Background: an optimization exercise with open tools, aiming at small area. Do not read the settings as production practice.
At most, simulation tests tie the RTL to the original design; equivalence was not proved.
Function not checked in runs 1 and 2: the RTL went through the layout flow alone.

### flow/run.sh
#!/bin/bash
# synth_recipe.tcl (not shown) runs the flow's synth.tcl, then flattens the netlist and writes it again
# the make line also repeats each setting of config.mk as NAME=value (left out here)
make -C /OpenROAD-flow-scripts/flow DESIGN_CONFIG=/design/flow/config.mk WORK_HOME=/design/flow/orfs CLKGATE_MAP_FILE= SYNTH_SCRIPT=/design/flow/synth_recipe.tcl finish
### flow/design.v
module m_long_unit (
    input  wire        clk,
    input  wire        rst,         
    input  wire        issue,
    input  wire [1:0]  op,
    input  wire [63:0] a,
    input  wire [63:0] b,
    input  wire        dvs_we,      
    input  wire [8:0]  dvs_wdata,
    output wire        ready,
    output reg         done,
    output reg  [63:0] qt,
    output reg  [63:0] rm,
    output reg         rd_we,
    output reg  [63:0] rd_data,
    output wire [8:0]  dvs,
    output reg         fault,
    output reg  [1:0]  fault_cause
);
    function [6:0] lzc64(input [63:0] x);
        reg [63:0] v0;
        reg [31:0] v1; reg [31:0] c1;
        reg [15:0] v2; reg [31:0] c2;
        reg [7:0]  v3; reg [23:0] c3;
        reg [3:0]  v4; reg [15:0] c4;
        reg [1:0]  v5; reg [9:0]  c5;
        integer i;
        begin
            v0 = x;
            for (i = 0; i < 32; i = i + 1) begin
                v1[i] = v0[2*i+1] | v0[2*i];
                c1[i] = !v0[2*i+1];
            end
            for (i = 0; i < 16; i = i + 1) begin
                v2[i] = v1[2*i+1] | v1[2*i];
                c2[2*i +: 2] = v1[2*i+1] ? {1'b0, c1[2*i+1]} : {1'b1, c1[2*i]};
            end
            for (i = 0; i < 8; i = i + 1) begin
                v3[i] = v2[2*i+1] | v2[2*i];
                c3[3*i +: 3] = v2[2*i+1] ? {1'b0, c2[2*(2*i+1) +: 2]} : {1'b1, c2[2*(2*i) +: 2]};
            end
            for (i = 0; i < 4; i = i + 1) begin
                v4[i] = v3[2*i+1] | v3[2*i];
                c4[4*i +: 4] = v3[2*i+1] ? {1'b0, c3[3*(2*i+1) +: 3]} : {1'b1, c3[3*(2*i) +: 3]};
            end
            for (i = 0; i < 2; i = i + 1) begin
                v5[i] = v4[2*i+1] | v4[2*i];
                c5[5*i +: 5] = v4[2*i+1] ? {1'b0, c4[4*(2*i+1) +: 4]} : {1'b1, c4[4*(2*i) +: 4]};
            end
            if (!(v5[1] | v5[0]))
                lzc64 = 7'd64;
            else
                lzc64 = v5[1] ? {2'b00, c5[9:5]} : {2'b01, c5[4:0]};
        end
    endfunction
    function [63:0] cneg(input [63:0] x, input s);
        reg o;
        integer i;
        begin
            o = 1'b0;
            for (i = 0; i < 64; i = i + 1) begin
                cneg[i] = x[i] ^ (s & o);
                o = o | x[i];
            end
        end
    endfunction
    reg        busy;
    reg        dz, ov, dinv, dcy, dzt;
    reg  [5:0] cnt;                  
    assign dvs   = {dzt, 3'b000, dcy, dinv, ov, dz, busy};
    assign ready = !busy || (cnt == 6'd0);
    wire accept  = issue && ready;
    wire finish  = busy && (cnt == 6'd0);
    wire mtdvs   = dvs_we && ready && !issue;
    wire is_div = !op[1];
    wire sgn    = (op == 2'd1);
    wire        na = sgn && a[63];
    wire        nb = sgn && b[63];
    wire [63:0] ax = a ^ {64{na}};       
    wire [63:0] bx = b ^ {64{nb}};
    wire [63:0] n  = cneg(a, na);
    wire pa = na && !(|(ax[63:1] & ~ax[62:0]));
    wire pb = nb && !(|(bx[63:1] & ~bx[62:0]));
    wire [6:0] lz_a = lzc64(ax);
    wire [6:0] lz_b = lzc64(bx);
    wire [7:0] q_raw = {1'b0, lz_b} - {1'b0, lz_a} + {7'd0, pa} - {7'd0, pb} + 8'd1;
    wire [6:0] q     = q_raw[7] ? 7'd0 : q_raw[6:0];
    wire       bzero = (b == 64'd0);
    wire [4:0] s4    = (q + 7'd3) >> 2;           
    reg  [4:0] c3;
    integer u;
    always @* begin
        c3 = 5'd0;
        for (u = 1; u < 64; u = u + 1)
            if (q == u) c3 = (u + 2) / 3;
    end
    wire       divs  = is_div && !bzero;
    wire       q64   = divs && q[6];
    wire [4:0] cs    = divs ? c3 : 5'd0;
    wire [63:0] r1 = cs[0] ? {n[2:0],   n[63:3]}   : n;
    wire [63:0] r2 = cs[1] ? {r1[5:0],  r1[63:6]}  : r1;
    wire [63:0] r3 = cs[2] ? {r2[11:0], r2[63:12]} : r2;
    wire [63:0] r4 = cs[3] ? {r3[23:0], r3[63:24]} : r3;
    wire [63:0] rot = cs[4] ? {r4[47:0], r4[63:48]} : r4;
    wire [63:0] l1 = cs[0] ? {3'd0,  64'hFFFF_FFFF_FFFF_FFFF} >> 3  : 64'hFFFF_FFFF_FFFF_FFFF;
    wire [63:0] l2 = cs[1] ? l1 >> 6  : l1;
    wire [63:0] l3 = cs[2] ? l2 >> 12 : l2;
    wire [63:0] l4 = cs[3] ? l3 >> 24 : l3;
    wire [63:0] lm = q64 ? 64'd0 : (cs[4] ? l4 >> 48 : l4);
    reg        dec_bad;
    reg [4:0]  sig_a, sig_b;
    integer j;
    always @* begin
        dec_bad = 1'b0;
        sig_a   = 5'd0;
        sig_b   = 5'd0;
        for (j = 0; j < 16; j = j + 1) begin
            if (a[4*j +: 4] > 4'd9 || b[4*j +: 4] > 4'd9) dec_bad = 1'b1;
            if (a[4*j +: 4] != 4'd0) sig_a = j[4:0] + 5'd1;
            if (b[4*j +: 4] != 4'd0) sig_b = j[4:0] + 5'd1;
        end
    end
    wire [4:0] sig_m = (sig_a > sig_b) ? sig_a : sig_b;
    reg [5:0] lat;
    always @* begin
        if (is_div)
            lat = bzero ? 6'd6 : 6'd6 + {1'b0, s4};
        else
            lat = dec_bad ? 6'd10 : 6'd10 + {sig_m, 1'b0};
    end
    reg        r_div, r_sgn, r_na, r_negq, r_bzero, r_bad, r_sub, r_dzt, r_ci;
    reg [63:0] rr;                   
    reg [63:0] nq;                   
    reg [63:0] dd;                   
    reg        dec_c;
    reg [4:0]  sleft;                
    wire [63:0] rs [0:3];
    wire [2:0]  qd;
    assign rs[0] = rr;
    genvar gk;
    generate
        for (gk = 0; gk < 3; gk = gk + 1) begin : g_st
            div_step u_st (.rin(rs[gk]), .nb(nq[63-gk]), .dd(dd), .ci(r_ci),
                           .rout(rs[gk+1]), .q(qd[2-gk]));
        end
    endgenerate
    reg  [7:0]  pair_sum;
    reg         pair_c;
    reg  [4:0]  ds;
    reg  [3:0]  bd;
    integer m;
    always @* begin
        pair_c = dec_c;
        for (m = 0; m < 2; m = m + 1) begin
            bd = r_sub ? (4'd9 - ~dd[4*m +: 4]) : ~dd[4*m +: 4];
            ds = {1'b0, rr[4*m +: 4]} + {1'b0, bd} + {4'd0, pair_c};
            if (ds > 5'd9) begin
                ds     = ds - 5'd10;
                pair_c = 1'b1;
            end else begin
                pair_c = 1'b0;
            end
            pair_sum[4*m +: 4] = ds[3:0];
        end
    end
    wire step = (sleft != 5'd0);
    always @(posedge clk) begin
        if (rst) begin
            busy        <= 1'b0;
            cnt         <= 6'd0;
            sleft       <= 5'd0;
            done        <= 1'b0;
            rd_we       <= 1'b0;
            fault       <= 1'b0;
            fault_cause <= 2'd0;
            qt          <= 64'd0;
            rm          <= 64'd0;
            rd_data     <= 64'd0;
            dz          <= 1'b0;
            ov          <= 1'b0;
            dinv        <= 1'b0;
            dcy         <= 1'b0;
            dzt         <= 1'b0;
        end else begin
            done  <= 1'b0;
            rd_we <= 1'b0;
            fault <= 1'b0;
            if (busy && cnt != 6'd0)
                cnt <= cnt - 6'd1;
            if (step)
                sleft <= sleft - 5'd1;
            if (finish) begin
                busy <= 1'b0;
                done <= 1'b1;
                if (r_div) begin
                    if (r_bzero) begin
                        qt <= 64'hFFFF_FFFF_FFFF_FFFF;
                        dz <= 1'b1;
                        if (r_dzt) begin
                            fault       <= 1'b1;
                            fault_cause <= 2'd1;
                        end
                    end else begin
                        qt <= cneg(nq, r_negq);
                        if (r_sgn && !r_negq && nq[63])
                            ov <= 1'b1;
                    end
                    rm <= cneg(rr, r_na);
                end else begin
                    if (r_bad) begin
                        dinv        <= 1'b1;
                        fault       <= 1'b1;
                        fault_cause <= 2'd2;
                    end else begin
                        rd_data <= rr;
                        rd_we   <= 1'b1;
                        dcy     <= r_sub ? !dec_c : dec_c;
                    end
                end
            end
            if (mtdvs) begin
                dz   <= dvs_wdata[1];
                ov   <= dvs_wdata[2];
                dinv <= dvs_wdata[3];
                dcy  <= dvs_wdata[4];
                dzt  <= dvs_wdata[8];
            end
            if (accept) begin
                busy    <= 1'b1;
                cnt     <= lat - 6'd1;
                sleft   <= is_div ? cs : 5'd8;
            end
        end
    end
    always @(posedge clk) begin
        if (accept) begin
            r_div   <= is_div;
            r_sgn   <= sgn;
            r_sub   <= op[0];
            r_na    <= na;
            r_negq  <= na ^ nb;
            r_bzero <= bzero;
            r_bad   <= dec_bad;
            r_dzt   <= dzt;
            r_ci    <= !nb;
            rr      <= rot & lm;
            nq      <= rot & ~lm;
            dd      <= ~bx;
            dec_c   <= op[0];
        end else if (step) begin
            if (r_div) begin
                rr      <= rs[3];
                nq      <= {nq[60:0], qd};
            end else begin
                rr      <= {pair_sum, rr[63:8]};
                dd      <= {8'hFF, dd[63:8]};
                dec_c   <= pair_c;
            end
        end
    end
endmodule
module bk65 (
    input  wire [64:0] p,
    input  wire [64:0] g,
    input  wire        cin,
    output wire [65:0] c
);
    wire [65*14-1:0] gu;
    wire [65*14-1:0] pu;
    assign gu[64:0] = {g[64:1], g[0] | (p[0] & cin)};
    assign pu[64:0] = p;
    genvar l, i;
    generate
        for (l = 0; l < 7; l = l + 1) begin : g_up
            for (i = 0; i < 65; i = i + 1) begin : g_b
                if (((i + 1) % (2 << l)) == 0) begin : g_n
                    assign gu[65*(l+1)+i] = gu[65*l+i] | (pu[65*l+i] & gu[65*l+i-(1<<l)]);
                    assign pu[65*(l+1)+i] = pu[65*l+i] & pu[65*l+i-(1<<l)];
                end else begin : g_w
                    assign gu[65*(l+1)+i] = gu[65*l+i];
                    assign pu[65*(l+1)+i] = pu[65*l+i];
                end
            end
        end
        for (l = 5; l >= 0; l = l - 1) begin : g_dn
            for (i = 0; i < 65; i = i + 1) begin : g_b
                if (i >= (3 << l) - 1 && ((i + 1 - (3 << l)) % (2 << l)) == 0) begin : g_n
                    assign gu[65*(13-l)+i] = gu[65*(12-l)+i] | (pu[65*(12-l)+i] & gu[65*(12-l)+i-(1<<l)]);
                    assign pu[65*(13-l)+i] = pu[65*(12-l)+i] & pu[65*(12-l)+i-(1<<l)];
                end else begin : g_w
                    assign gu[65*(13-l)+i] = gu[65*(12-l)+i];
                    assign pu[65*(13-l)+i] = pu[65*(12-l)+i];
                end
            end
        end
    endgenerate
    assign c = {gu[65*13 +: 65], cin};
endmodule
module div_step (
    input  wire [63:0] rin,
    input  wire        nb,
    input  wire [63:0] dd,
    input  wire        ci,
    output wire [63:0] rout,
    output wire        q
);
    wire [64:0] x = {rin, nb};
    wire [64:0] p = x ^ {1'b1, dd};
    wire [64:0] g = x & {1'b1, dd};
    wire [65:0] c;
    bk65 u_bk (.p(p), .g(g), .cin(ci), .c(c));
    assign q    = c[65];
    assign rout = q ? (p[63:0] ^ c[63:0]) : x[63:0];
endmodule
### flow/constraint.sdc
create_clock -name core_clock -period 16.0 [get_ports {clk}]
set_input_delay 3.2000 -clock core_clock [delete_from_list [all_inputs] [get_ports {clk}]]
set_output_delay 3.2000 -clock core_clock [all_outputs]
set_load 0.01 [all_outputs]
### flow/config.mk
export PLATFORM = sky130hd
export DESIGN_NAME = m_long_unit
export DESIGN_NICKNAME = m_long_unit
export VERILOG_FILES = /design/flow/design.v
export SDC_FILE = /design/flow/constraint.sdc
export NUM_CORES = 4
export LEC_CHECK = 0
export CAP_MARGIN = 20
export CORE_MARGIN = 2
export CORE_UTILIZATION = 50
export GPL_TIMING_DRIVEN = 0
export PLACE_DENSITY = 0.6
export SLEW_MARGIN = 20
==> results_dict.tcl, run 1 <==
set metrics [dict create \
    crit_slowest_cell "clkdlybuf4s15_1" \
    clk_latency_ns 0.62 \
    min_from "rd_data[57]" \
    grt_max_degree 36 \
    max_freq_mhz 61.5 \
    hold_viol_final 0 \
    synthXorXnorAreaFrac_pct 7.46 \
    drv_cap 0 \
    synth_most_common_cell "nand2_1" \
    required_ns 16.37 \
    dpl.hpwl_mm 174 \
    relSlewSlack_pct 8.71 \
    synth-seq-area-share_pct 24.6 \
    crit_fanout 10 \
    reg2reg_slack_ns -0.25 \
    synthSimpleGateAreaFrac_pct 17.8 \
    cts.clk_slew.worst_paths_ns 0.07 \
    synth.area.top_cells "edfxtp_1 (14%), dfxtp_1 (10%), ha_1 (6.7%)" \
    vias_per_cell 6.99 \
    antenna_found_initial 15 \
    drtAntennaViolNets 0 \
    numClockSinks 416 \
    cp-end-kind "register" \
    clock_tree.root_cell "clkbuf_16" \
    so_faults "negative setup slack" \
    overflow 0 \
    dieArea_um2 86400 \
    r2r_start "r_ci" \
    first_pass_iters 10 \
    drive_gt1_share_pct 6.11 \
    cts_max_path_buffers 3 \
    avgSynthCellArea_um2 7.94 \
    status "failed layout checks" \
    synth-edff-count 202 \
    critPathLaunchType "register" \
    routedWlPerCell_um 32.6 \
    crit_path_frequent_cell "clkbuf_2" \
    synth_cells 5292 \
    slowest_delay_ns 0.83 \
    finalSetupViolations 5 \
    fin_cells 6762 \
    layout_min_cycle_time_ns 16.25 \
    drv_slew 0 \
    design.portCount 350 \
    synth_compound_area_share_pct 24.7 \
    coreArea_um2 83400 \
    netlist_top_cells_count "nand2_1 (600), nor2_1 (492), a21oi_1 (405)" \
    area_delta_synth_final_pct 14.5 \
    setup_ws_ns -0.248 \
    rsz0062_at_grt "no" \
    start_util_pct 50.4 \
    cts_tree "built" \
    synthMuxAreaShare_pct 7.68 \
    ys_async_sr_fraction_pct 0 \
    synth_top_cell_area_share_pct 14.4 \
    numCtsBuffers 46 \
    synth_top_family_by_area "compound AO/OA/AOI/OAI gates" \
    track_usage_pct 49.4 \
    worst_ep_arrival_time_ns 16.62 \
    num_rows 106 \
    place.port_buffers 273 \
    syn-cell-area_um2 42000 \
    drt-total-wl_mm 220 \
    num_vias 47300 \
    reg2regPathDepth 42 \
    nets 6106 \
    hold_depth 2 \
    yosys.area.top_type "edfxtp_1" \
    hold_path.class "reg2reg" \
    htree_levels 2 \
    drc 0 \
    period_share_pct 102 \
    ys_types 98 \
    detailedRoute.firstIterationViolations 7084 \
    die-height_um 294 \
    worstMarginPinSlew_ns 1.36 \
    fin_util_pct 57.7 \
    synthAdderAreaFrac_pct 11.7 \
    grt_pass1_vias 44100 \
    r2r_end "rr[36]" \
    fp.dieW_um 294 \
    yosys_warnings 1 \
    synth_flop_cell "dfxtp_1" \
    gp_congestion 1.11 \
    ys_seq_elements 416 \
    worstSetupPathType "reg2reg" \
    dp_cells 6663 \
    fin_worst_skew_ns 0.0272 \
    grt_pass1_wl_mm 310 \
    min_to "rd_data[57]" \
]
[critical path, delay by kind of cell, from the launching register on]
kind	cells	cell delay, ns
AO/OA/AOI/OAI	20	7.85
buffers and inverters	8	4.02
AND/OR/NAND/NOR	9	1.69
adder cells (fa/ha/maj)	4	1.31
flip-flops	1	0.65
multiplexers	1	0.41
[logic make-up after synthesis]
kind of cell,count (synthesis)
AND/OR/NAND/NOR,1654
AO/OA/AOI/OAI,1608
buffers and inverters,631
flip-flops,416
XOR/XNOR,358
adder cells (fa/ha/maj),331
multiplexers,293
other,1
[flip-flops by register name (all words and copies together) (netlist names), 2 cells and up]
signal and cells:
cnt 6, dd 64, fault_cause 2, nq 64, qt 64, rd_data 64
rm 64, rr 64, sleft 5
[cell usage in the layout (no fill, tap or decap), types with 47 or more instances in the layout]
cell type,n
inv_1,260
a211oi_1,152
dfxtp_1,214
nand4_1,47
mux2_2,100
a21o_1,86
nand3_1,130
xor2_1,119
clkdlybuf4s50_1,273
clkbuf_1,294
clkbuf_16,47
xnor2_1,238
nor2_1,492
ha_1,224
o22ai_1,67
nand2_1,599
mux2i_1,173
o21ai_0,372
a21oi_1,405
nor4_1,53
fa_1,106
nor3_1,85
edfxtp_1,202
[worst max path at each step]
| stage | slack (ns) | to | startpoint |
|---|---|---|---|
| CTS | 0.15 | rr[36] | r_ci |
| global route | 0.23 | rr[20] | op[1] |
| floorplan | 5.13 | rr[21] | a[63] |
| finish | -0.25 | rr[36] | r_ci |
| global placement | -2.62 | rr[22] | r_ci |
| detailed placement | -1.91 | rr[22] | r_ci |
[routing by layer]
metal / GRT usage (%) / wire length, µm / vias up
met1: 61.3 / 81300 / 22500
met2: 71.0 / 88700 / 3883
li1: - / - / 19900
met5: 0 / 36 / -
met3: 17.5 / 31100 / 989
met4: 35.1 / 19200 / 6
[cell type report]
type / count / area, µm²
inverters: 263 / 987
fillers: 7669 / 35300
well taps: 1080 / 1350
repair buffers: 292 / 2990
flip-flops and latches: 416 / 10300
diodes: 15 / 37.5
plain buffers: 367 / 1570
clock inverters: 17 / 243
multi-input cells: 4247 / 29300
clock buffers: 65 / 1290
[stage by stage]
step	TNS, ns	hold WS, ns	worst slack [ns]	area (µm²)
floorplan	0	0.431	5.13	42000
global placement	-144.28	0.443	-2.62	46100
detailed placement	-87.98	0.448	-1.91	46400
CTS	0	0.456	0.154	48000
global route	0	0.472	0.226	48100
finish	-0.565	0.454	-0.248	48100
[repair_timing]
action	in CTS	in global routing
setup buffers	0	0
hold buffers	0	0
gates resized for setup	16	11
hold endpoints to repair	0	0
setup endpoints to repair	65	51
==> inputs of run 2 (changes only) <==
--- a/flow/config.mk
+++ b/flow/config.mk
@@ -8,6 +8,5 @@
 export CAP_MARGIN = 20
 export CORE_MARGIN = 2
 export CORE_UTILIZATION = 50
-export GPL_TIMING_DRIVEN = 0
 export PLACE_DENSITY = 0.6
 export SLEW_MARGIN = 20
==> run 2 against run 1 <==
  * The run now finishes clean
  * Cell count fell by 3.4%
  * Utilization decreased by 0.47 points
  * Clock-buffer cell count is 3 lower
  * Via count shrank 8.5%
  * Synthesized cell count is the same
  * Setup slack better by 2.5 ns
  * Synthesized area did not move
  * First-iteration DRC count shrank 20%
  * Critical endpoint is now rr[13]
  * Largest cell class unchanged
  * Highest routed layer unchanged
==> results_dict.tcl, run 2 <==
set metrics [dict create \
    first_pass_iters 8 \
    path_delay_family "compound AO/OA/AOI/OAI gates" \
    place.port_buffers 342 \
    max_freq_mhz 72.6 \
    grt_pass1_vias 39600 \
    clock_tree.root_cell "clkbuf_16" \
    worstMarginPinSlew_ns 1.27 \
    dpl.hpwl_mm 142 \
    crit_slowest_cell "or2_4" \
    hold_viol_final 0 \
    relSlewSlack_pct 14.4 \
    slowest_delay_ns 0.75 \
    clk_latency_ns 0.60 \
    htree_levels 2 \
    timing.setup.tns_ns 0 \
    ys_types 98 \
    track_usage_pct 40.9 \
    synth_top_cell_area_share_pct 14.4 \
    yosys_warnings 1 \
    detailedRoute.firstIterationViolations 5640 \
    avgSynthCellArea_um2 7.94 \
    drive_gt1_share_pct 6.75 \
    cts_resized 0 \
    synthMuxAreaShare_pct 7.68 \
    yosys.area.top_type "edfxtp_1" \
    min_from "rd_data[52]" \
    fill_cells 7930 \
    synthSimpleGateAreaFrac_pct 17.8 \
    overflow 0 \
    fin_worst_skew_ns 0.0181 \
    period_share_pct 86.1 \
    synth.area.top_cells "edfxtp_1 (14%), dfxtp_1 (10%), ha_1 (6.7%)" \
    dieArea_um2 86400 \
    crit_buf_inv 7 \
    synth_most_common_cell "nand2_1" \
    layout_min_cycle_time_ns 13.77 \
    dp_cells 6441 \
    rsz0062_at_grt "no" \
    synth_top_family_by_area "compound AO/OA/AOI/OAI gates" \
    r2r_start "nq[63]" \
    drv_cap 0 \
    grt_max_degree 111 \
    reg2regPathDepth 41 \
    final_cell_mix "nand2_1 (597), nor2_1 (485), a21oi_1 (405)" \
    fp.dieW_um 294 \
    grt_pass1_wl_mm 264 \
    drt-total-wl_mm 182 \
    min_to "rd_data[52]" \
    gp_congestion 1.06 \
    hold_buffers 0 \
    synth_flop_cell "dfxtp_1" \
    synthXorXnorAreaFrac_pct 7.46 \
    fin_cells 6532 \
    cts_tree "built" \
    critPathLaunchType "register" \
    drv_slew 0 \
    cp-end-kind "register" \
    num_rows 106 \
    cts_max_path_buffers 3 \
    r2r_end "rr[13]" \
    numCtsBuffers 46 \
    synth_compound_area_share_pct 24.7 \
    die-height_um 294 \
    ys_seq_elements 416 \
    netlist_top_cells_count "nand2_1 (600), nor2_1 (492), a21oi_1 (405)" \
    nets 5884 \
    finalSetupViolations 0 \
    hold_path.class "reg2reg" \
    vias_per_cell 6.62 \
    synth-seq-area-share_pct 24.6 \
    start_util_pct 50.4 \
    antenna_found_initial 8 \
    reg2reg_slack_ns 2.23 \
    cts.clk_slew.worst_paths_ns 0.06 \
    synth_cells 5292 \
    crit_path_frequent_cell "buf_4" \
    ys_async_sr_fraction_pct 0 \
    synthAdderAreaFrac_pct 11.7 \
    drtAntennaViolNets 0 \
    synth-edff-count 202 \
    area_delta_synth_final_pct 13.5 \
    final_common_cell "nand2_1" \
    worst_ep_arrival_time_ns 14.13 \
    crit_fanout 61 \
    routedWlPerCell_um 27.8 \
    required_ns 16.35 \
    drc 0 \
    coreArea_um2 83400 \
    post-cts-setup-buffer-count 0 \
    num_vias 43300 \
    design.portCount 350 \
    numClockSinks 416 \
    worstSetupPathType "reg2reg" \
    status "complete, no violations" \
    hold_depth 2 \
    syn-cell-area_um2 42000 \
]
-- run 2: layer usage --
metal / global-route usage [%] / routed length [µm]
met5: 0 / 11
met4: 23.3 / 12500
met3: 7.95 / 21100
met2: 59.7 / 75000
met1: 56.2 / 73100
-- run 2: kinds of logic after synthesis --
family,Yosys count
other cells,1
xor+xnor,358
compound gates,1608
simple gates,1654
mux,293
buf+inv,631
flops,416
fa+ha+maj,331
-- run 2: worst min-delay path, delay by kind of cell, from the launching register on --
kind	cells	cell delay, ns
flip-flops	1	0.31
AND/OR/NAND/NOR	1	0.05
AO/OA/AOI/OAI	1	0.05
-- run 2: worst max-delay path by stage --
stage            from     end  slack [ns]  cells past startpoint
2_1_floorplan   a[63]  rr[21]        5.13                     36
3_3_place_gp   nq[63]  rr[13]        2.56                     41
3_5_place_dp   nq[63]  rr[13]        2.49                     41
4_1_cts        nq[63]  rr[13]        2.42                     41
5_1_grt        nq[63]  rr[13]        1.77                     42
6_report       nq[63]  rr[13]        2.23                     41
-- run 2: stage by stage --
stage | worst slack, ns | hold slack, ns | utilization (%) | area [µm²]
2_1_floorplan | 5.13 | 0.431 | - | 42000
3_3_place_gp | 2.56 | 0.442 | 55.3 | 46100
3_5_place_dp | 2.49 | 0.446 | 55.3 | 46100
4_1_cts | 2.42 | 0.455 | 57.1 | 47700
5_1_grt | 1.77 | 0.470 | 57.2 | 47700
6_report | 2.23 | 0.452 | 57.2 | 47700
-- run 2: cell type report --
cell class                 instances  area (µm²)  area share (%)
multi-input combinational       4247       29300            61.4
sequential                       416       10300            21.7
timing repair buffer             437        4170            8.75
tap                             1080        1350            2.83
clock buffer                      62        1320            2.77
inverter                         263         990            2.07
clock inverter                    24         209           0.438
antenna                            3        7.51          0.0157
==> inputs of run 3 (changes only) <==
--- a/flow/design.v
+++ b/flow/design.v
@@ -87,26 +87,43 @@
     wire [6:0] q     = q_raw[7] ? 7'd0 : q_raw[6:0];
     wire       bzero = (b == 64'd0);
     wire [4:0] s4    = (q + 7'd3) >> 2;           
+    reg  [3:0] wsel;
     reg  [4:0] c3;
-    integer u;
+    integer u, mm, kk, lo, hi, best, bsel;
     always @* begin
-        c3 = 5'd0;
-        for (u = 1; u < 64; u = u + 1)
-            if (q == u) c3 = (u + 2) / 3;
+        wsel = 4'd0;
+        c3   = 5'd0;
+        for (u = 1; u < 64; u = u + 1) begin
+            best = 99;
+            bsel = 0;
+            lo   = 3 * ((u + 2) / 3);
+            hi   = 15 + 3 * ((u + 3) / 4);
+            if (hi > 63) hi = 63;
+            for (mm = 0; mm < 16; mm = mm + 1) begin
+                kk = (mm % 2) * 6 + ((mm / 2) % 2) * 12 + ((mm / 4) % 2) * 15 + ((mm / 8) % 2) * 42;
+                if (kk >= lo && kk <= hi && kk < best) begin
+                    best = kk;
+                    bsel = mm;
+                end
+            end
+            if (q == u) begin
+                wsel = bsel[3:0];
+                c3   = best / 3;
+            end
+        end
     end
     wire       divs  = is_div && !bzero;
     wire       q64   = divs && q[6];
+    wire [3:0] ws    = divs ? wsel : 4'd0;
     wire [4:0] cs    = divs ? c3 : 5'd0;
-    wire [63:0] r1 = cs[0] ? {n[2:0],   n[63:3]}   : n;
-    wire [63:0] r2 = cs[1] ? {r1[5:0],  r1[63:6]}  : r1;
-    wire [63:0] r3 = cs[2] ? {r2[11:0], r2[63:12]} : r2;
-    wire [63:0] r4 = cs[3] ? {r3[23:0], r3[63:24]} : r3;
-    wire [63:0] rot = cs[4] ? {r4[47:0], r4[63:48]} : r4;
-    wire [63:0] l1 = cs[0] ? {3'd0,  64'hFFFF_FFFF_FFFF_FFFF} >> 3  : 64'hFFFF_FFFF_FFFF_FFFF;
-    wire [63:0] l2 = cs[1] ? l1 >> 6  : l1;
-    wire [63:0] l3 = cs[2] ? l2 >> 12 : l2;
-    wire [63:0] l4 = cs[3] ? l3 >> 24 : l3;
-    wire [63:0] lm = q64 ? 64'd0 : (cs[4] ? l4 >> 48 : l4);
+    wire [63:0] r1 = ws[0] ? {n[5:0],   n[63:6]}   : n;
+    wire [63:0] r2 = ws[1] ? {r1[11:0], r1[63:12]} : r1;
+    wire [63:0] r3 = ws[2] ? {r2[14:0], r2[63:15]} : r2;
+    wire [63:0] rot = ws[3] ? {r3[41:0], r3[63:42]} : r3;
+    wire [63:0] l1 = ws[0] ? 64'hFFFF_FFFF_FFFF_FFFF >> 6 : 64'hFFFF_FFFF_FFFF_FFFF;
+    wire [63:0] l2 = ws[1] ? l1 >> 12 : l1;
+    wire [63:0] l3 = ws[2] ? l2 >> 15 : l2;
+    wire [63:0] lm = q64 ? 64'd0 : (ws[3] ? l3 >> 42 : l3);
     reg        dec_bad;
     reg [4:0]  sig_a, sig_b;
     integer j;
==> run 3 against run 2 <==
  * Clock skew increased by 0.0066 ns
  * Sequential share of layout area increased by 0.68 points
  * Synthesized area decreased by 3.3%
  * Via count decreased by 5.4%
  * Largest cell class unchanged
  * Cell area decreased by 3.0%
  * Setup slack improved by 0.64 ns
  * Critical path depth decreased by 11
==> results_dict.tcl, run 3 <==
set metrics [dict create \
    nets 5644 \
    place.port_buffers 342 \
    period_share_pct 82.1 \
    ys_seq_elements 416 \
    num_rows 104 \
    slowest_delay_ns 0.75 \
    dieArea_um2 83600 \
    ys_types 100 \
    routedWlPerCell_um 26.9 \
    clk_latency_ns 0.62 \
    synth_top_cell_area_share_pct 14.9 \
    synth-seq-area-share_pct 25.5 \
    yosys_warnings 1 \
    clock_tree.root_cell "clkbuf_16" \
    grt_max_degree 106 \
    drt-total-wl_mm 169 \
    htree_levels 2 \
    num_vias 40900 \
    synth_flop_cell "dfxtp_1" \
    drtAntennaViolNets 0 \
    cts_tree "built" \
    crit_slowest_cell "mux2i_1" \
    fin_util_pct 57.4 \
    hold_slack_ns 0.452 \
    vias_per_cell 6.53 \
    grt_pass1_wl_mm 247 \
    die-height_um 289 \
    design.portCount 350 \
    netlist_top_cells_count "nand2_1 (636), o21ai_0 (447), nor2_1 (359)" \
    yosys.area.top_type "edfxtp_1" \
    relSlewSlack_pct 13.7 \
    timing.setup.tns_ns 0 \
    synth.area.top_cells "edfxtp_1 (15%), dfxtp_1 (11%), ha_1 (6.9%)" \
    area_delta_synth_final_pct 13.8 \
    overflow 0 \
    critPathLaunchType "primary input" \
    synth-edff-count 202 \
    crit_fanout 33 \
    rsz0062_at_grt "no" \
    hold_buffers 0 \
    dpl_cell_area_um2 44700 \
    drv_cap 0 \
    required_ns 16.32 \
    hold_depth 2 \
    post-cts-setup-buffer-count 0 \
    track_usage_pct 39.3 \
    layout_min_cycle_time_ns 13.13 \
    drive_gt1_share_pct 5.88 \
    hold_viol_final 0 \
    numClockSinks 416 \
    dpl.hpwl_mm 132 \
    numCtsBuffers 47 \
    start_util_pct 50.5 \
    drv_slew 0 \
    ys_async_sr_fraction_pct 0 \
    final_cell_mix "nand2_1 (632), o21ai_0 (445), nor2_1 (356)" \
    worst_ep_arrival_time_ns 13.45 \
    detailedRoute.firstIterationViolations 5667 \
    synth_cells 5047 \
    max_freq_mhz 76.1 \
    antenna_found_initial 2 \
    reg2regPathDepth 33 \
    synth_most_common_cell "nand2_1" \
    cts_resized 0 \
    final_common_cell "nand2_1" \
    finalSetupViolations 0 \
    worstSetupPathType "in2reg" \
    crit_path_frequent_cell "inv_1" \
    cts_max_path_buffers 3 \
    gp_congestion 1.08 \
    final_cell_area_um2 46300 \
    worstMarginPinSlew_ns 1.29 \
    grt_pass1_vias 37600 \
    status "complete, no violations" \
    cts.clk_slew.worst_paths_ns 0.06 \
    first_pass_iters 7 \
    drc 0 \
    hold_path.class "reg2reg" \
    fin_worst_skew_ns 0.0247 \
    cp-end-kind "register" \
    coreArea_um2 80500 \
    avgSynthCellArea_um2 8.05 \
    syn-cell-area_um2 40600 \
    fp.dieW_um 289 \
]
-- run 3: changes by cell type in the layout (fill, tap and decap cells not counted), sizes merged, moves of 15 or more --
cell,before,now
a21oi,405,315
a221oi,14,30
a222oi,4,21
a22o,23,6
buf,96,74
mux2,102,74
mux2i,181,207
nand2,600,638
nand3,130,86
nor2,494,361
o21ai,389,454
xnor2,239,220
xor2,119,134
-- run 3: worst max-delay path: cells and delay by family --
kind | cells | cell delay (ns)
AO/OA/AOI/OAI | 8 | 3.20
adder cells (fa/ha/maj) | 4 | 1.16
buffers and inverters | 6 | 1.47
multiplexers | 2 | 1.32
AND/OR/NAND/NOR | 10 | 3.06
-- run 3: final timing paths --
kind            endpoint         from  slack [ns]
max               rr[38]        op[1]        2.87
min          rd_data[34]  rd_data[34]        0.45
max reg2reg       rr[28]       rr[24]        3.07
min reg2reg  rd_data[34]  rd_data[34]        0.45
-- run 3: per-stage QoR --
step / std cells / setup slack [ns]
final: 6269 / 2.87
after global routing: 6268 / 2.46
after CTS: 6267 / 3.33
after detailed placement: 6181 / 2.75
after global placement: 6180 / 2.70
after floorplan: 5049 / 5.71
-- run 3: kinds of logic (layout without fill, tap and decap cells) --
group,Yosys count,in the layout,share of synthesized area [%]
flops,416,416,25.5
simple gates,1517,1517,17.2
other cells,1,5,0.00923
buf+inv,613,771,5.97
xor+xnor,354,354,7.63
compound gates,1534,1534,24.5
fa+ha+maj,331,331,12.1
mux,281,281,7.15
-- run 3: layout make-up --
type                       instances  area (µm²)
tap                             1060        1330
sequential                       416       10300
clock inverter                    28         273
timing repair buffer             415        4010
fill                            7641       34300
inverter                         270        1010
multi-input combinational       4020       28000
clock buffer                      58        1260
antenna                            2        5.00
-- run 3: metal layers --
| metal | GRT usage, % | routed length (µm) |
|---|---|---|
| met5 | 0 | 0 |
| met4 | 20.3 | 10200 |
| met1 | 55.8 | 71200 |
| met3 | 7.22 | 18000 |
| met2 | 56.6 | 69300 |
==> inputs of run 4 (changes only) <==
--- a/flow/config.mk
+++ b/flow/config.mk
@@ -5,8 +5,10 @@
 export SDC_FILE = /design/flow/constraint.sdc
 export NUM_CORES = 4
 export LEC_CHECK = 0
+export ABC_AREA = 1
 export CAP_MARGIN = 20
 export CORE_MARGIN = 2
 export CORE_UTILIZATION = 50
+export CTS_BUF_LIST = sky130_fd_sc_hd__clkbuf_4
 export PLACE_DENSITY = 0.6
 export SLEW_MARGIN = 20
==> run 4 against run 3 <==
  * Still clean on timing, DRC and antenna
  * Clock skew grew 0.059 ns
  * Worst hold slack gained 0.018 ns
  * Cell count grew 8.5%
==> results_dict.tcl, run 4 <==
set metrics [dict create \
    dieArea_um2 78900 \
    cts_max_path_buffers 3 \
    vias_per_cell 5.88 \
    timing.setup.tns_ns 0 \
    rsz0062_at_grt "no" \
    place.port_buffers 342 \
    hold_viol_final 0 \
    r2r_start "dd[0]" \
    antenna_found_initial 10 \
    netlist_top_cells_count "nand2_1 (997), inv_1 (656), o21ai_0 (554)" \
    grt_pass1_vias 36200 \
    clock_tree.root_cell "clkbuf_4" \
    fin_util_pct 58.9 \
    synth-seq-area-share_pct 27.0 \
    dpl_cell_area_um2 43200 \
    worstSetupPathType "reg2reg" \
    fin_cells 6800 \
    start_util_pct 50.5 \
    cts_resized 0 \
    fill_cells 7381 \
    overflow 0 \
    place_ws_ns 1.09 \
    status "complete, no violations" \
    setup_ws_ns 1.48 \
    crit_path_frequent_cell "nor2_1" \
    crit_fanout 8 \
    gp_congestion 1.03 \
    synth.area.top_cells "edfxtp_1 (16%), dfxtp_1 (11%), nand2_1 (9.8%)" \
    hold_buffers 0 \
    cts_tree "built" \
    clk_latency_ns 0.93 \
    post-cts-setup-buffer-count 0 \
    first_pass_iters 9 \
    crit_slowest_cell "edfxtp_1" \
    slowest_delay_ns 0.46 \
    worstMarginPinSlew_ns 1.21 \
    drtAntennaViolNets 0 \
    hold_path.class "reg2reg" \
    nets 6148 \
    die-height_um 281 \
    yosys.area.top_type "edfxtp_1" \
    multi_input_area_um2 24600 \
    critPathLaunchType "register" \
    synth_cells 5335 \
    seqCellArea_um2 10300 \
    worst_ep_arrival_time_ns 15.17 \
    grt_max_degree 187 \
    area_delta_synth_final_pct 16.6 \
    syn-cell-area_um2 38400 \
    dpl.hpwl_mm 124 \
    routedWlPerCell_um 22.6 \
    drt-total-wl_mm 154 \
    avgSynthCellArea_um2 7.19 \
    reg2regPathDepth 87 \
    num_vias 40000 \
    fp.dieW_um 281 \
    hold_depth 2 \
    final_cell_mix "nand2_1 (993), inv_1 (652), o21ai_0 (549)" \
    hold_slack_ns 0.470 \
    period_share_pct 90.7 \
    synth_top_cell_area_share_pct 15.8 \
    yosys_warnings 1 \
    relSlewSlack_pct 16.9 \
    max_freq_mhz 68.9 \
    drive_gt1_share_pct 8.50 \
    layout_min_cycle_time_ns 14.52 \
    num_rows 101 \
    track_usage_pct 38.1 \
    ys_async_sr_fraction_pct 0 \
    design.portCount 350 \
    synth-edff-count 202 \
    drv_slew 0 \
    finalSetupViolations 0 \
    min_to "fault_cause[0]" \
    synth_most_common_cell "nand2_1" \
    cts.clk_slew.worst_paths_ns 0.06 \
    grt_pass1_wl_mm 225 \
    r2r_end "rr[63]" \
    cp-end-kind "register" \
    fin_worst_skew_ns 0.0836 \
    numClockSinks 416 \
    ys_seq_elements 416 \
    final_cell_area_um2 44700 \
    drv_cap 0 \
    dp_cells 6593 \
    synth_flop_cell "dfxtp_1" \
    detailedRoute.firstIterationViolations 4999 \
    final_common_cell "nand2_1" \
    reg2reg_slack_ns 1.48 \
    drc 0 \
    ys_types 70 \
    required_ns 16.65 \
    htree_levels 3 \
    min_from "fault_cause[0]" \
    numCtsBuffers 109 \
    coreArea_um2 75900 \
]
==> run 4: worst max-delay path: cells and delay by family, from the launching register on <==
family | cells | cell delay [ns]
and+or+nand+nor | 33 | 3.63
buffers and inverters | 11 | 1.33
adders and majority gates | 5 | 1.94
AOI/OAI and AO/OA | 37 | 6.71
DFF | 1 | 0.46
xor gates and xnor gates | 1 | 0.15
==> run 4: final cells by class <==
type / instances / share of cell area [%]
timing repair buffer: 463 / 9.86
antenna: 8 / 0.0448
multi-input combinational: 4008 / 55.1
sequential: 416 / 23.2
inverter: 676 / 5.68
tap: 1030 / 2.88
clock inverter: 21 / 0.327
clock buffer: 178 / 2.99
==> run 4: cell families after synthesis <==
family          count (synthesis)  synth area share [%]
compound gates               1283                  19.7
xor+xnor                      307                  7.01
fa+ha+maj                     331                  12.9
buf+inv                       913                  9.19
flops                         416                  27.0
mux                             9                 0.235
other cells                     1               0.00978
simple gates                 2075                  24.0
==> run 4: worst max-delay path by stage <==
stage,from,endpoint,slack (ns),depth (start not counted)
floorplan,dd[0],rr[63],2.70,88
global placement,dd[0],rr[63],1.13,87
detailed placement,dd[0],rr[63],1.09,87
CTS,dd[0],rr[63],1.05,87
global route,dd[0],rr[63],0.07,88
finish,dd[0],rr[63],1.48,87
==> run 4: per-layer routing <==
metal  vias to the layer above  GRT usage, %  part of all wire, %
li1                      18900             -                    -
met4                         8          16.6                  4.8
met5                         -             0                0.034
met1                     18600          53.7                   43
met2                      2136          56.4                   42
met3                       310          7.47                   11
==> inputs of run 5 (changes only) <==
--- a/flow/config.mk
+++ b/flow/config.mk
@@ -9,6 +9,5 @@
 export CAP_MARGIN = 20
 export CORE_MARGIN = 2
 export CORE_UTILIZATION = 50
-export CTS_BUF_LIST = sky130_fd_sc_hd__clkbuf_4
 export PLACE_DENSITY = 0.6
 export SLEW_MARGIN = 20
==> run 5 against run 4 <==
  * Still clean
  * Die area stayed put
  * Register-to-register slack barely moved
  * Clock skew fell by 0.039 ns
  * Cell count is 1.8% lower
  * Critical endpoint is now rr[54]
==> results_dict.tcl, run 5 <==
set metrics [dict create \
    status "complete, no violations" \
    numClockSinks 416 \
    crit_slowest_cell "fa_1" \
    place.port_buffers 342 \
    fp.dieW_um 281 \
    reg2reg_slack_ns 1.48 \
    clock_tree.root_cell "clkbuf_16" \
    r2r_end "rr[54]" \
    clk_latency_ns 0.63 \
    ys_types 70 \
    rsz0062_at_grt "no" \
    grt_max_degree 187 \
    min_to "fault_cause[0]" \
    cts_max_path_buffers 3 \
    hold_buffers 0 \
    cp-end-kind "register" \
    synth-edff-count 202 \
    crit_fanout 41 \
    cts_tree "built" \
    grt_pass1_wl_mm 224 \
    synth.area.top_cells "edfxtp_1 (16%), dfxtp_1 (11%), nand2_1 (9.8%)" \
    period_share_pct 90.8 \
    hold_path.class "reg2reg" \
    synth_cells 5335 \
    drc 0 \
    drt-total-wl_mm 153 \
    fin_worst_skew_ns 0.0448 \
    drtAntennaViolNets 0 \
    finalSetupViolations 0 \
    fin_util_pct 58.9 \
    drv_slew 0 \
    overflow 0 \
    setup_ws_ns 1.48 \
    ys_seq_elements 416 \
    cts.clk_slew.worst_paths_ns 0.06 \
    min_from "fault_cause[0]" \
    syn-cell-area_um2 38400 \
    grt_pass1_vias 35600 \
    final_common_cell "nand2_1" \
    vias_per_cell 5.91 \
    coreArea_um2 75900 \
    area_delta_synth_final_pct 16.7 \
    path_delay_family "compound AO/OA/AOI/OAI gates" \
    dpl.hpwl_mm 124 \
    ys_async_sr_fraction_pct 0 \
    start_util_pct 50.5 \
    layout_min_cycle_time_ns 14.52 \
    synth_most_common_cell "nand2_1" \
    relSlewSlack_pct 8.68 \
    htree_levels 2 \
    required_ns 16.35 \
    track_usage_pct 37.9 \
    yosys.area.top_type "edfxtp_1" \
    critPathLaunchType "register" \
    max_freq_mhz 68.9 \
    routedWlPerCell_um 22.9 \
    cts_resized 0 \
    hold_viol_final 0 \
    synth-seq-area-share_pct 27.0 \
    reg2regPathDepth 85 \
    die-height_um 281 \
    final_cell_mix "nand2_1 (993), inv_1 (652), o21ai_0 (549)" \
    first_pass_iters 7 \
    hold_slack_ns 0.468 \
    num_vias 39500 \
    drive_gt1_share_pct 6.69 \
    detailedRoute.firstIterationViolations 5235 \
    drv_cap 0 \
    synth_flop_cell "dfxtp_1" \
    worstMarginPinSlew_ns 1.36 \
    hold_depth 2 \
    design.portCount 350 \
    worst_ep_arrival_time_ns 14.87 \
    nets 6085 \
    worstSetupPathType "reg2reg" \
    antenna_found_initial 6 \
    timing.setup.tns_ns 0 \
    gp_congestion 1.03 \
    num_rows 101 \
    avgSynthCellArea_um2 7.19 \
    r2r_start "dd[0]" \
    dieArea_um2 78900 \
    netlist_top_cells_count "nand2_1 (997), inv_1 (656), o21ai_0 (554)" \
    synth_top_cell_area_share_pct 15.8 \
    crit_buf_inv 13 \
    yosys_warnings 1 \
    crit_path_frequent_cell "nand2_1" \
    fill_cells 7332 \
    numCtsBuffers 46 \
    post-cts-setup-buffer-count 0 \
    place_ws_ns 1.09 \
    slowest_delay_ns 0.46 \
]
[run 5: worst register-to-register path: cells and delay by family (launching register included)]
kind	cells	cell delay, ns
AOI/OAI and AO/OA	38	7.01
adders and majority gates	4	1.58
buffers and inverters	13	1.72
DFF	1	0.44
and+or+nand+nor	30	3.56
[run 5: logic make-up (layout without fill, tap and decap cells)]
logic type | count (synthesis) | count (layout) | share of synthesized area (%)
fa+ha+maj | 331 | 331 | 12.9
mux | 9 | 9 | 0.235
buf+inv | 913 | 1225 | 9.19
flops | 416 | 416 | 27.0
xor+xnor | 307 | 307 | 7.01
simple gates | 2075 | 2075 | 24.0
other cells | 1 | 4 | 0.00978
compound gates | 1283 | 1283 | 19.7
[run 5: how the worst max path moves through the flow]
stage                   to   from  depth (start not counted)  slack [ns]
floorplan           rr[63]  dd[0]                         88        2.70
global placement    rr[63]  dd[0]                         87        1.13
detailed placement  rr[63]  dd[0]                         87        1.09
CTS                 rr[63]  dd[0]                         87        1.05
global route        rr[59]  dd[0]                         86        0.09
finish              rr[54]  dd[0]                         85        1.48
[run 5: per-layer routing]
metal,vias to the layer above,wire [µm],GRT usage (%)
met3,270,15600,6.66
li1,18600,-,-
met5,-,11,0
met1,18500,65400,53.8
met2,2039,64800,56.3
met4,2,7190,15.9
[run 5: final cells by class]
class                           instances  area (µm²)  share of cell area (%)
Sequential cell                       416       10300                    23.1
Clock buffer                           64        1370                    3.05
Clock inverter                         22         208                   0.464
Inverter                              676        2540                    5.67
Tap cell                             1030        1290                    2.88
Multi-Input combinational cell       4008       24600                    55.0
Timing Repair Buffer                  463        4410                    9.84
Antenna cell                            1        2.50                 0.00559
[run 5: metrics by stage]
stage | instances | instance area, µm²
CTS | 6679 | 44800
global placement | 6593 | 43200
floorplan | 5337 | 38400
finish | 6680 | 44800
global route | 6679 | 44800
detailed placement | 6593 | 43200
==> inputs of run 6 (changes only) <==
==> flow/flow/run.sh (new file) <==
#!/bin/bash
set -euo pipefail
bash standard.sh "BUFFER_PORTS_ARGS=-buffer_cell sky130_fd_sc_hd__buf_1" finish > standard_make.log 2>&1
==> flow/standard.sh (new file) <==
#!/bin/bash
# synth_recipe.tcl (not shown) runs the flow's synth.tcl, then flattens the netlist and writes it again
# the make line also repeats each setting of config.mk as NAME=value (left out here)
make -C /OpenROAD-flow-scripts/flow DESIGN_CONFIG=/design/flow/config.mk WORK_HOME=/design/flow/orfs CLKGATE_MAP_FILE= SYNTH_SCRIPT=/design/flow/synth_recipe.tcl "${@:-finish}"
removed: flow/run.sh
==> run 6 against run 5 <==
  * Non-clock buffer count down 24
  * Routed wire length fell by 0.21%
  * Cell count down 0.30%
  * Utilization fell by 3.0 points
  * Synthesized cell count is the same
  * Clock skew is 0.013 ns lower
  * Critical path depth grew 2
  * Worst hold slack gained 0.010 ns
  * Global-route usage about the same
  * Critical path type unchanged
  * Largest cell class unchanged
  * Highest routed layer is now met4
==> results_dict.tcl, run 6 <==
set metrics [dict create \
    first_pass_iters 9 \
    yosys.area.top_type "edfxtp_1" \
    antenna_found_initial 5 \
    cts_max_path_buffers 3 \
    final_cell_mix "nand2_1 (993), inv_1 (652), o21ai_0 (549)" \
    ys_async_sr_fraction_pct 0 \
    status "complete, no violations" \
    finalSetupViolations 0 \
    drive_gt1_share_pct 6.40 \
    netlist_top_cells_count "nand2_1 (997), inv_1 (656), o21ai_0 (554)" \
    hold_viol_final 0 \
    relSlewSlack_pct 25.3 \
    clock_tree.root_cell "clkbuf_16" \
    synth-edff-count 202 \
    ys_seq_elements 416 \
    start_util_pct 50.5 \
    avgSynthCellArea_um2 7.19 \
    ys_types 70 \
    syn-cell-area_um2 38400 \
    reg2regPathDepth 87 \
    r2r_end "rr[63]" \
    vias_per_cell 5.92 \
    cp.depth 87 \
    timing.setup.tns_ns 0 \
    required_ns 16.36 \
    synthXorXnorAreaFrac_pct 7.01 \
    numCtsBuffers 48 \
    rsz0062_at_grt "no" \
    nets 6063 \
    place.port_buffers 342 \
    path_delay_family "compound AO/OA/AOI/OAI gates" \
    synth_compound_area_share_pct 19.7 \
    final_common_cell "nand2_1" \
    drt-total-wl_mm 153 \
    grt_max_degree 99 \
    worstMarginPinSlew_ns 1.11 \
    synth_most_common_cell "nand2_1" \
    crit_buf_inv 10 \
    layout_min_cycle_time_ns 14.65 \
    slowest_delay_ns 0.47 \
    synth_top_family_by_area "simple AND/OR/NAND/NOR gates" \
    area_delta_synth_final_pct 10.7 \
    num_vias 39400 \
    htree_levels 2 \
    worst_ep_arrival_time_ns 15.00 \
    grt_pass1_vias 35400 \
    track_usage_pct 37.8 \
    dp_cells 6569 \
    setup_ws_ns 1.35 \
    hold_path.class "reg2reg" \
    drtAntennaViolNets 0 \
    synthMuxAreaShare_pct 0.235 \
    synth.area.top_cells "edfxtp_1 (16%), dfxtp_1 (11%), nand2_1 (9.8%)" \
    fin_cells 6660 \
    reg2reg_slack_ns 1.35 \
    grt_pass1_wl_mm 224 \
    worstSetupPathType "reg2reg" \
    drv_slew 0 \
    synthAdderAreaFrac_pct 12.9 \
    dpl.hpwl_mm 123 \
    synth_cells 5335 \
    numClockSinks 416 \
    period_share_pct 91.5 \
    critPathLaunchType "register" \
    synth_top_cell_area_share_pct 15.8 \
    design.portCount 350 \
    coreArea_um2 75900 \
    crit_fanout 13 \
    synthSimpleGateAreaFrac_pct 24.0 \
    yosys_warnings 1 \
    cts_tree "built" \
    place_ws_ns 0.643 \
    clk_latency_ns 0.61 \
    hold_depth 2 \
    drc 0 \
    startpoint "dd[0]" \
    dieArea_um2 78900 \
    post-cts-setup-buffer-count 0 \
    timing.critical_path.to "rr[63]" \
    crit_slowest_cell "fa_1" \
    cp-end-kind "register" \
    routedWlPerCell_um 22.9 \
    max_freq_mhz 68.3 \
    gp_congestion 1.08 \
    fin_worst_skew_ns 0.0318 \
    num_rows 101 \
    synth_flop_cell "dfxtp_1" \
    die-height_um 281 \
    overflow 0 \
    r2r_start "dd[0]" \
    drv_cap 0 \
    detailedRoute.firstIterationViolations 4891 \
    cts.clk_slew.worst_paths_ns 0.06 \
    fp.dieW_um 281 \
    synth-seq-area-share_pct 27.0 \
]
[run 6: what timing repair did]
action | in CTS | in global routing
endpoints found under the setup margin | 0 | 65
gates resized for setup | 0 | 16
hold buffers | 0 | 0
[run 6: how the worst min path moves through the flow]
stage	startpoint	endpoint	slack, ns
global placement	fault_cause[0]	fault_cause[0]	0.46
CTS	fault_cause[0]	fault_cause[0]	0.48
detailed placement	fault_cause[0]	fault_cause[0]	0.47
finish	fault_cause[0]	fault_cause[0]	0.48
global route	fault_cause[0]	fault_cause[0]	0.51
floorplan	dzt	r_dzt	0.43
[run 6: area by class of cell]
| class | count | area (µm²) |
|---|---|---|
| clock inverters | 15 | 101 |
| clock buffers | 74 | 1440 |
| inverters | 676 | 2540 |
| repair buffers | 439 | 2080 |
| fillers | 7580 | 33500 |
| flip-flops and latches | 416 | 10300 |
| well taps | 1030 | 1290 |
| multi-input cells | 4008 | 24600 |
| diodes | 2 | 5.00 |
[run 6: kinds of logic after synthesis]
family,Yosys count
and+or+nand+nor,2075
buffers and inverters,913
AOI/OAI and AO/OA,1283
other,1
adders and majority gates,331
xor gates and xnor gates,307
muxes,9
DFF,416
[run 6: metal layers]
layer,vias to the layer above,share of wire [%],track usage (%)
li1,18600,-,-
met1,18600,43,54.2
met2,1949,42,55.2
met3,274,10,6.96
met4,0,4.9,16.7
met5,-,0,0
[run 6: through the flow]
stage	hold slack, ns	instance area, µm²	utilization [%]
final	0.478	42500	55.9
after global routing	0.512	42500	55.9
after CTS	0.479	42400	55.8
after detailed placement	0.470	40900	53.8
after global placement	0.459	40800	53.8
after floorplan	0.432	38400	-
[run 6: worst register-to-register path, delay by kind of cell (launching register included)]
kind | cells | cell delay [ns]
and+or+nand+nor | 36 | 4.02
xor gates and xnor gates | 1 | 0.14
DFF | 1 | 0.45
adders and majority gates | 5 | 1.85
AOI/OAI and AO/OA | 35 | 6.52
buffers and inverters | 10 | 1.41
==> inputs of run 7 (changes only) <==
--- a/flow/design.v
+++ b/flow/design.v
@@ -124,28 +124,15 @@
     wire [63:0] l2 = ws[1] ? l1 >> 12 : l1;
     wire [63:0] l3 = ws[2] ? l2 >> 15 : l2;
     wire [63:0] lm = q64 ? 64'd0 : (ws[3] ? l3 >> 42 : l3);
-    reg        dec_bad;
-    reg [4:0]  sig_a, sig_b;
-    integer j;
-    always @* begin
-        dec_bad = 1'b0;
-        sig_a   = 5'd0;
-        sig_b   = 5'd0;
-        for (j = 0; j < 16; j = j + 1) begin
-            if (a[4*j +: 4] > 4'd9 || b[4*j +: 4] > 4'd9) dec_bad = 1'b1;
-            if (a[4*j +: 4] != 4'd0) sig_a = j[4:0] + 5'd1;
-            if (b[4*j +: 4] != 4'd0) sig_b = j[4:0] + 5'd1;
-        end
-    end
-    wire [4:0] sig_m = (sig_a > sig_b) ? sig_a : sig_b;
     reg [5:0] lat;
     always @* begin
         if (is_div)
             lat = bzero ? 6'd6 : 6'd6 + {1'b0, s4};
         else
-            lat = dec_bad ? 6'd10 : 6'd10 + {sig_m, 1'b0};
+            lat = 6'd10;                 
     end
-    reg        r_div, r_sgn, r_na, r_negq, r_bzero, r_bad, r_sub, r_dzt, r_ci;
+    reg        r_div, r_na, r_negq, r_bzero, r_bad, r_sub, r_dzt, r_ci, r_ov;
+    reg [4:0]  r_m;                  
     reg [63:0] rr;                   
     reg [63:0] nq;                   
     reg [63:0] dd;                   
@@ -181,6 +168,14 @@
         end
     end
     wire step = (sleft != 5'd0);
+    wire [7:0] da = rr[7:0];
+    wire [7:0] db = ~dd[7:0];
+    wire       pbad = (da[3] & (da[2] | da[1])) | (da[7] & (da[6] | da[5])) |
+                      (db[3] & (db[2] | db[1])) | (db[7] & (db[6] | db[5]));
+    wire [4:0] pos  = 5'd16 - {sleft[3:0], 1'b0};       
+    wire [4:0] m_nx = (|da[7:4] | |db[7:4]) ? pos + 5'd2 :
+                      (|da[3:0] | |db[3:0]) ? pos + 5'd1 : r_m;
+    wire       b_nx = r_bad | pbad;
     always @(posedge clk) begin
         if (rst) begin
             busy        <= 1'b0;
@@ -204,24 +199,24 @@
             fault <= 1'b0;
             if (busy && cnt != 6'd0)
                 cnt <= cnt - 6'd1;
+            if (step && !r_div && sleft == 5'd1 && !b_nx)
+                cnt <= {m_nx, 1'b1};
             if (step)
                 sleft <= sleft - 5'd1;
             if (finish) begin
                 busy <= 1'b0;
                 done <= 1'b1;
                 if (r_div) begin
+                    qt <= cneg(nq, r_negq);
                     if (r_bzero) begin
-                        qt <= 64'hFFFF_FFFF_FFFF_FFFF;
                         dz <= 1'b1;
                         if (r_dzt) begin
                             fault       <= 1'b1;
                             fault_cause <= 2'd1;
                         end
-                    end else begin
-                        qt <= cneg(nq, r_negq);
-                        if (r_sgn && !r_negq && nq[63])
-                            ov <= 1'b1;
                     end
+                    if (r_ov)
+                        ov <= 1'b1;
                     rm <= cneg(rr, r_na);
                 end else begin
                     if (r_bad) begin
@@ -252,16 +247,17 @@
     always @(posedge clk) begin
         if (accept) begin
             r_div   <= is_div;
-            r_sgn   <= sgn;
             r_sub   <= op[0];
             r_na    <= na;
-            r_negq  <= na ^ nb;
+            r_negq  <= (na ^ nb) | bzero;
             r_bzero <= bzero;
-            r_bad   <= dec_bad;
+            r_bad   <= 1'b0;
+            r_m     <= 5'd0;
+            r_ov    <= q64 && na && nb;
             r_dzt   <= dzt;
             r_ci    <= !nb;
             rr      <= rot & lm;
-            nq      <= rot & ~lm;
+            nq      <= (rot & ~lm) | {63'd0, bzero};
             dd      <= ~bx;
             dec_c   <= op[0];
         end else if (step) begin
@@ -270,6 +266,8 @@
                 nq      <= {nq[60:0], qd};
             end else begin
                 rr      <= {pair_sum, rr[63:8]};
+                r_bad   <= b_nx;
+                r_m     <= m_nx;
                 dd      <= {8'hFF, dd[63:8]};
                 dec_c   <= pair_c;
             end
--- a/flow/config.mk
+++ b/flow/config.mk
@@ -8,6 +8,6 @@
 export ABC_AREA = 1
 export CAP_MARGIN = 20
 export CORE_MARGIN = 2
-export CORE_UTILIZATION = 50
-export PLACE_DENSITY = 0.6
+export CORE_UTILIZATION = 65
+export PLACE_DENSITY = 0.75
 export SLEW_MARGIN = 20
==> run 7 against run 6 <==
  * Now fails the layout checks on max-slew violations
  * Fmax fell by 4.3%
  * Die area is 23% lower
  * Non-clock buffer count up 56
  * Utilization grew 17 points
  * Critical path type unchanged
  * Largest cell class unchanged
  * Highest routed layer is now met5
==> results_dict.tcl, run 7 <==
set metrics [dict create \
    syn-cell-area_um2 38200 \
    first_pass_iters 10 \
    hold_depth 2 \
    fin_cells 6460 \
    grt_pass1_wl_mm 213 \
    synth_flop_cell "dfxtp_1" \
    worst_ep_arrival_time_ns 15.64 \
    cts.clk_slew.worst_paths_ns 0.07 \
    yosys_warnings 1 \
    relSlewSlack_pct -12.5 \
    synth-seq-area-share_pct 27.4 \
    gp_congestion 1.08 \
    synth.area.top_cells "edfxtp_1 (16%), dfxtp_1 (12%), nand2_1 (11%)" \
    fp.dieW_um 246 \
    crit_path_frequent_cell "nand2_1" \
    ys_types 66 \
    place.port_buffers 342 \
    dieArea_um2 60700 \
    overflow 0 \
    track_usage_pct 46.4 \
    htree_levels 2 \
    antenna_found_initial 6 \
    vias_per_cell 6.35 \
    synth_cells 5353 \
    final_cell_mix "nand2_1 (1,091), inv_1 (699), o21ai_0 (570)" \
    netlist_top_cells_count "nand2_1 (1,098), inv_1 (703), o21ai_0 (582)" \
    hold_path.class "reg2reg" \
    setup_ws_ns 0.696 \
    num_vias 41000 \
    max_freq_mhz 65.3 \
    critPathLaunchType "register" \
    fill_cells 4500 \
    place_ws_ns -0.276 \
    hold_viol_final 0 \
    crit_fanout 9 \
    crit_buf_inv 15 \
    synth_top_cell_area_share_pct 15.8 \
    period_share_pct 95.7 \
    drc 0 \
    drive_gt1_share_pct 7.17 \
    dpl.hpwl_mm 113 \
    layout_min_cycle_time_ns 15.30 \
    routedWlPerCell_um 22.8 \
    clock_tree.root_cell "clkbuf_16" \
    worstMarginPinSlew_ns 1.69 \
    final_common_cell "nand2_1" \
    start_util_pct 65.9 \
    crit_slowest_cell "edfxtp_1" \
    drv_slew 3 \
    nets 6130 \
    fin_worst_skew_ns 0.0154 \
    hold_buffers 0 \
    grt_pass1_vias 36800 \
    die-height_um 246 \
    ys_async_sr_fraction_pct 0 \
    status "failed layout checks" \
    cp.depth 109 \
    cp-end-kind "register" \
    path_delay_family "simple AND/OR/NAND/NOR gates" \
    dp_cells 6359 \
    drtAntennaViolNets 0 \
    coreArea_um2 57900 \
    drv_cap 0 \
    avgSynthCellArea_um2 7.13 \
    area_delta_synth_final_pct 11.3 \
    cts_max_path_buffers 3 \
    synth-edff-count 201 \
    slowest_delay_ns 0.45 \
    yosys.area.top_type "edfxtp_1" \
    design.portCount 350 \
    worstSetupPathType "reg2reg" \
    grt_max_degree 141 \
    num_rows 88 \
    cts_tree "built" \
    reg2regPathDepth 109 \
    numClockSinks 421 \
    clk_latency_ns 0.61 \
    detailedRoute.firstIterationViolations 5944 \
    finalSetupViolations 0 \
    required_ns 16.34 \
    synth_most_common_cell "nand2_1" \
    ys_seq_elements 421 \
    numCtsBuffers 45 \
    drt-total-wl_mm 147 \
    so_faults "max-slew violations" \
]
==> run 7: cell types whose count changed in the layout (fill, tap and decap cells not counted), moves of 16 or more <==
cell | before | now
a21oi_1 | 308 | 271
buf_4 | 91 | 144
inv_1 | 652 | 699
mux2i_1 | 9 | 30
nand2_1 | 993 | 1091
nand3_1 | 364 | 281
nor2_1 | 422 | 438
o211ai_1 | 107 | 124
o21ai_0 | 549 | 570
or2_2 | 55 | 37
xnor2_1 | 122 | 101
==> run 7: kinds of logic (layout without fill, tap and decap cells) <==
family	after synthesis	in the layout	share of synthesized area [%]
other	1	4	0.00983
DFF	421	421	27.4
AOI/OAI and AO/OA	1268	1268	19.4
adders and majority gates	330	330	12.9
buffers and inverters	955	1292	9.68
and+or+nand+nor	2074	2076	23.5
muxes	30	30	0.787
xor gates and xnor gates	274	274	6.29
==> run 7: path summary, 6_finish.rpt <==
path / from / to / slack [ns]
max: dd[0] / rr[29] / 0.70
min: ov / ov / 0.48
max reg2reg: dd[0] / rr[29] / 0.70
min reg2reg: ov / ov / 0.48
==> run 7: timing repair <==
item,CTS,global route
gates cloned,0,3
endpoints found under the setup margin,46,65
pin swaps,0,19
resized for setup,4,52
setup buffers,0,11
==> run 7: tightest hold or removal path, cell delays in order, from the launching register on <==
cell and delay [ns]:
dfxtp_1 0.31, inv_1 0.05, a31oi_1 0.07
==> run 7: routing by layer <==
metal  vias up  share of wire (%)  track usage, %
met2      2997                 41            67.1
met1     18900                 38            62.2
li1      18600                  -               -
met3       536                 15            14.2
met5         -              0.028               0
met4         6                6.4            24.1
==> run 7: metrics by stage <==
step	TNS (ns)	util (%)	hold slack, ns	area (µm²)
floorplan	0	-	0.432	38200
global placement	0	70.1	0.449	40600
detailed placement	-2.40	70.1	0.455	40600
CTS	0	72.7	0.479	42100
global route	-1.27	73.4	0.523	42500
finish	0	73.4	0.478	42500
==> run 7: final cells by class <==
cell class,count,area [µm²],area share (%)
well taps,765,957,2.25
inverters,713,2690,6.33
clock buffers,61,1320,3.11
flip-flops and latches,421,10400,24.6
repair buffers,495,2510,5.91
diodes,1,2.50,0.00589
clock inverters,23,219,0.515
multi-input cells,3981,24300,57.3

[static timing again, ports no longer ideal]
The results above use ideal ports. As a check the final layouts listed here were re-extracted and re-timed, cells and wires unchanged. Step 1 sets driving cells, clkbuf_16 on the clock port and buf_2 on the other inputs (assumed; they add their load-dependent delay and slew). Step 2, shift: input delay + t, output delay - t, t = (earliest + latest rising clock arrival at the registers) / 2. This alone moves slack from input paths to output paths. Slacks: no drivers / after step 1 / after step 2; pairs: no drivers / after step 1.
run | t (ns) | setup WS [ns] | worst slew at a driven data input, ns
run 1 | 0.690 | -0.248 / -0.248 / -0.537 | 0.05
run 2 | 0.663 | 2.227 / 2.227 / 2.041 | 0.12
run 3 | 0.673 | 2.867 / 2.859 / 2.186 | 0.11
run 4 | 0.962 | 1.481 / 1.481 / 1.481 | 0.06
run 5 | 0.674 | 1.477 / 1.477 / 1.477 | 0.06
run 6 | 0.661 | 1.352 / 1.352 / 1.352 | 0.05
run 7 | 0.658 | 0.696 / 0.696 / 0.696 | 0.09
The setup slack of run 3, which loses most, moves by -0.008 ns with the drivers and by -0.681 ns with both steps.
